This is an optimization exercise on Yosys and OpenROAD, whose aim is small area, a short achievable clock period and few clock cycles per item, not a production implementation. The RTL was checked by simulation tests, not by an equivalence proof against the original design.

Setup of violet:
## rs_c2c3_decoder
module rs_c2c3_decoder (
    input  wire         clk,
    input  wire         rst,         
    input  wire         in_valid,
    output wire         in_ready,
    input  wire         in_mode,     
    input  wire [255:0] in_data,
    input  wire [31:0]  in_erase,
    output reg          out_valid,
    input  wire         out_ready,
    output wire [255:0] out_data,
    output wire [31:0]  out_erase,
    output wire [1:0]   out_status
);
==> flow/config.mk <==
export PLATFORM = sky130hd
export DESIGN_NAME = rs_c2c3_decoder
export DESIGN_NICKNAME = rs_c2c3_decoder
export VERILOG_FILES = /design/flow/design.v
export SDC_FILE = /design/flow/constraint.sdc
export NUM_CORES = 4
export LEC_CHECK = 0
export CAP_MARGIN = 5
export CORE_MARGIN = 2
export CORE_UTILIZATION = 55
export CTS_BUF_LIST = sky130_fd_sc_hd__clkbuf_16
export CTS_CLUSTER_DIAMETER = 100
export CTS_CLUSTER_SIZE = 20
export SLEW_MARGIN = 5
==> flow/constraint.sdc <==
create_clock -name core_clock -period 25.0 [get_ports {clk}]
set_input_delay 5.0000 -clock core_clock [delete_from_list [all_inputs] [get_ports {clk}]]
set_output_delay 5.0000 -clock core_clock [all_outputs]
set_load 0.01 [all_outputs]
standard.sh (not shown) runs the stock make flow with config.mk's settings and CLKGATE_MAP_FILE= SYNTH_SCRIPT=/design/flow/synth_recipe.tcl, a recipe that flattens the netlist after the stock synthesis.
==> flow/flow/run.sh <==
#!/bin/bash
# The standard layout, with plain buffers (not delay cells) on the ports and
# timing repair aiming for slack beyond the clock's, so the layout reaches a
# shorter period than the 25 ns it is built at.
set -euo pipefail
export BUFFER_PORTS_ARGS="-buffer_cell sky130_fd_sc_hd__buf_1"
export SETUP_SLACK_MARGIN=14.74
export TNS_END_PERCENT=100
bash standard.sh > standard.log 2>&1
Having completed the whole flow, violet delivered a layout that passed the timing, design-rule and antenna checks.
Testbench counts of violet, summed over its fixed seeds: cycles 12,008, items 12,000.
The following lists how lagoon was set up differently from violet:
-- flow/flow/run.sh --
<<< violet, line 6
export BUFFER_PORTS_ARGS="-buffer_cell sky130_fd_sc_hd__buf_1"
export SETUP_SLACK_MARGIN=14.74
export TNS_END_PERCENT=100
>>> lagoon, line 6
export BUFFER_PORTS_ARGS="-buffer_cell sky130_fd_sc_hd__buf_1"
export SETUP_SLACK_MARGIN=14.70
export TNS_END_PERCENT=100
-- flow/config.mk --
<<< violet, line 7
export LEC_CHECK = 0
export CAP_MARGIN = 5
export CORE_MARGIN = 2
>>> lagoon, line 7
export LEC_CHECK = 0
export CAP_MARGIN = 0
export CORE_MARGIN = 2
<<< violet, line 13
export CTS_CLUSTER_SIZE = 20
export SLEW_MARGIN = 5
>>> lagoon, line 13
export CTS_CLUSTER_SIZE = 20
export SLEW_MARGIN = 0
==> comparison <==
Compared violet against lagoon; routed wire length within noise.
The multi-input gate share of the layout cell area on violet is in line with that on lagoon.
lagoon ends up with lower routing usage on met3 than violet does.
On final-layout fill cell count, violet and lagoon are neck and neck.
On routed length per instance, violet and lagoon are basically level.
Input changes introduced in cedar (baseline for comparison: lagoon):
-- flow/flow/run.sh --
<<< lagoon, line 6
export BUFFER_PORTS_ARGS="-buffer_cell sky130_fd_sc_hd__buf_1"
export SETUP_SLACK_MARGIN=14.70
export TNS_END_PERCENT=100
>>> cedar, line 6
export BUFFER_PORTS_ARGS="-buffer_cell sky130_fd_sc_hd__buf_1"
export SETUP_SLACK_MARGIN=14.8
export TNS_END_PERCENT=100
-- flow/config.mk --
<<< lagoon, line 7
export LEC_CHECK = 0
export CAP_MARGIN = 0
export CORE_MARGIN = 2
>>> cedar, line 7
export LEC_CHECK = 0
export CAP_MARGIN = 20
export CORE_MARGIN = 2
<<< lagoon, line 13
export CTS_CLUSTER_SIZE = 20
export SLEW_MARGIN = 0
>>> cedar, line 13
export CTS_CLUSTER_SIZE = 20
export SLEW_MARGIN = 20
Notes after the runs:
- As far as y dimension of the die goes, lagoon and cedar are indistinguishable; the numbers are identical.
- Going from lagoon to cedar, proportion of cell area spent on the clock network was more or less identical; met2 track demand over resource in global routing neither gained nor lost much; number of rows created at floorplan has remained practically unchanged.
### cedar -> raven
-- flow/config.mk --
<<< cedar, line 10
export CORE_UTILIZATION = 55
export CTS_BUF_LIST = sky130_fd_sc_hd__clkbuf_16
export CTS_CLUSTER_DIAMETER = 100
export CTS_CLUSTER_SIZE = 20
export SLEW_MARGIN = 20
>>> raven, line 10
export CORE_UTILIZATION = 55
export CTS_BUF_LIST = sky130_fd_sc_hd__clkbuf_8
export CTS_CLUSTER_DIAMETER = 60
export CTS_CLUSTER_SIZE = 15
export SLEW_MARGIN = 20
In terms of register clock-pin slew on the reported worst setup and hold paths, cedar and raven differ only marginally.
Re utilization: cedar and raven aren't equal, and the higher value belongs to raven.
Comparing cedar and raven, area growth from synthesis to layout is lower on cedar.
Changes observed in raven relative to cedar: worst setup slack up 0.0048 ns, fmax ~0 delta, die height held steady.

-- static timing again, ports no longer ideal --
The results above use ideal ports. As a check the final layouts listed here were re-extracted and re-timed, cells and wires unchanged. Step 1 assumes that a clkbuf_16 drives the clock port and a buf_2 every other input. Step 2, shift: input delay + t, output delay - t, t = (earliest + latest rising clock arrival at the registers) / 2. This alone moves slack from input paths to output paths. Slacks: ideal ports / drivers / drivers and shift; pairs: ideal ports / drivers.
run	t (ns)	setup slack, ns	hold WS [ns]	worst data-port slew with drivers (ns)	cell pins on the clock port's net
violet	0.641	14.675 / 14.645 / 14.415	0.602 / 0.602 / 0.602	0.11	1
lagoon	0.639	14.675 / 14.645 / 14.371	0.602 / 0.602 / 0.602	0.12	1
cedar	0.640	14.675 / 14.645 / 14.488	0.602 / 0.602 / 0.602	0.11	1
raven	0.713	14.680 / 14.650 / 14.392	0.601 / 0.601 / 0.601	0.12	1
After both steps every run listed still meets setup and hold. The setup slack of lagoon, which loses most, moves by -0.030 ns with the drivers and by -0.304 ns with both steps.
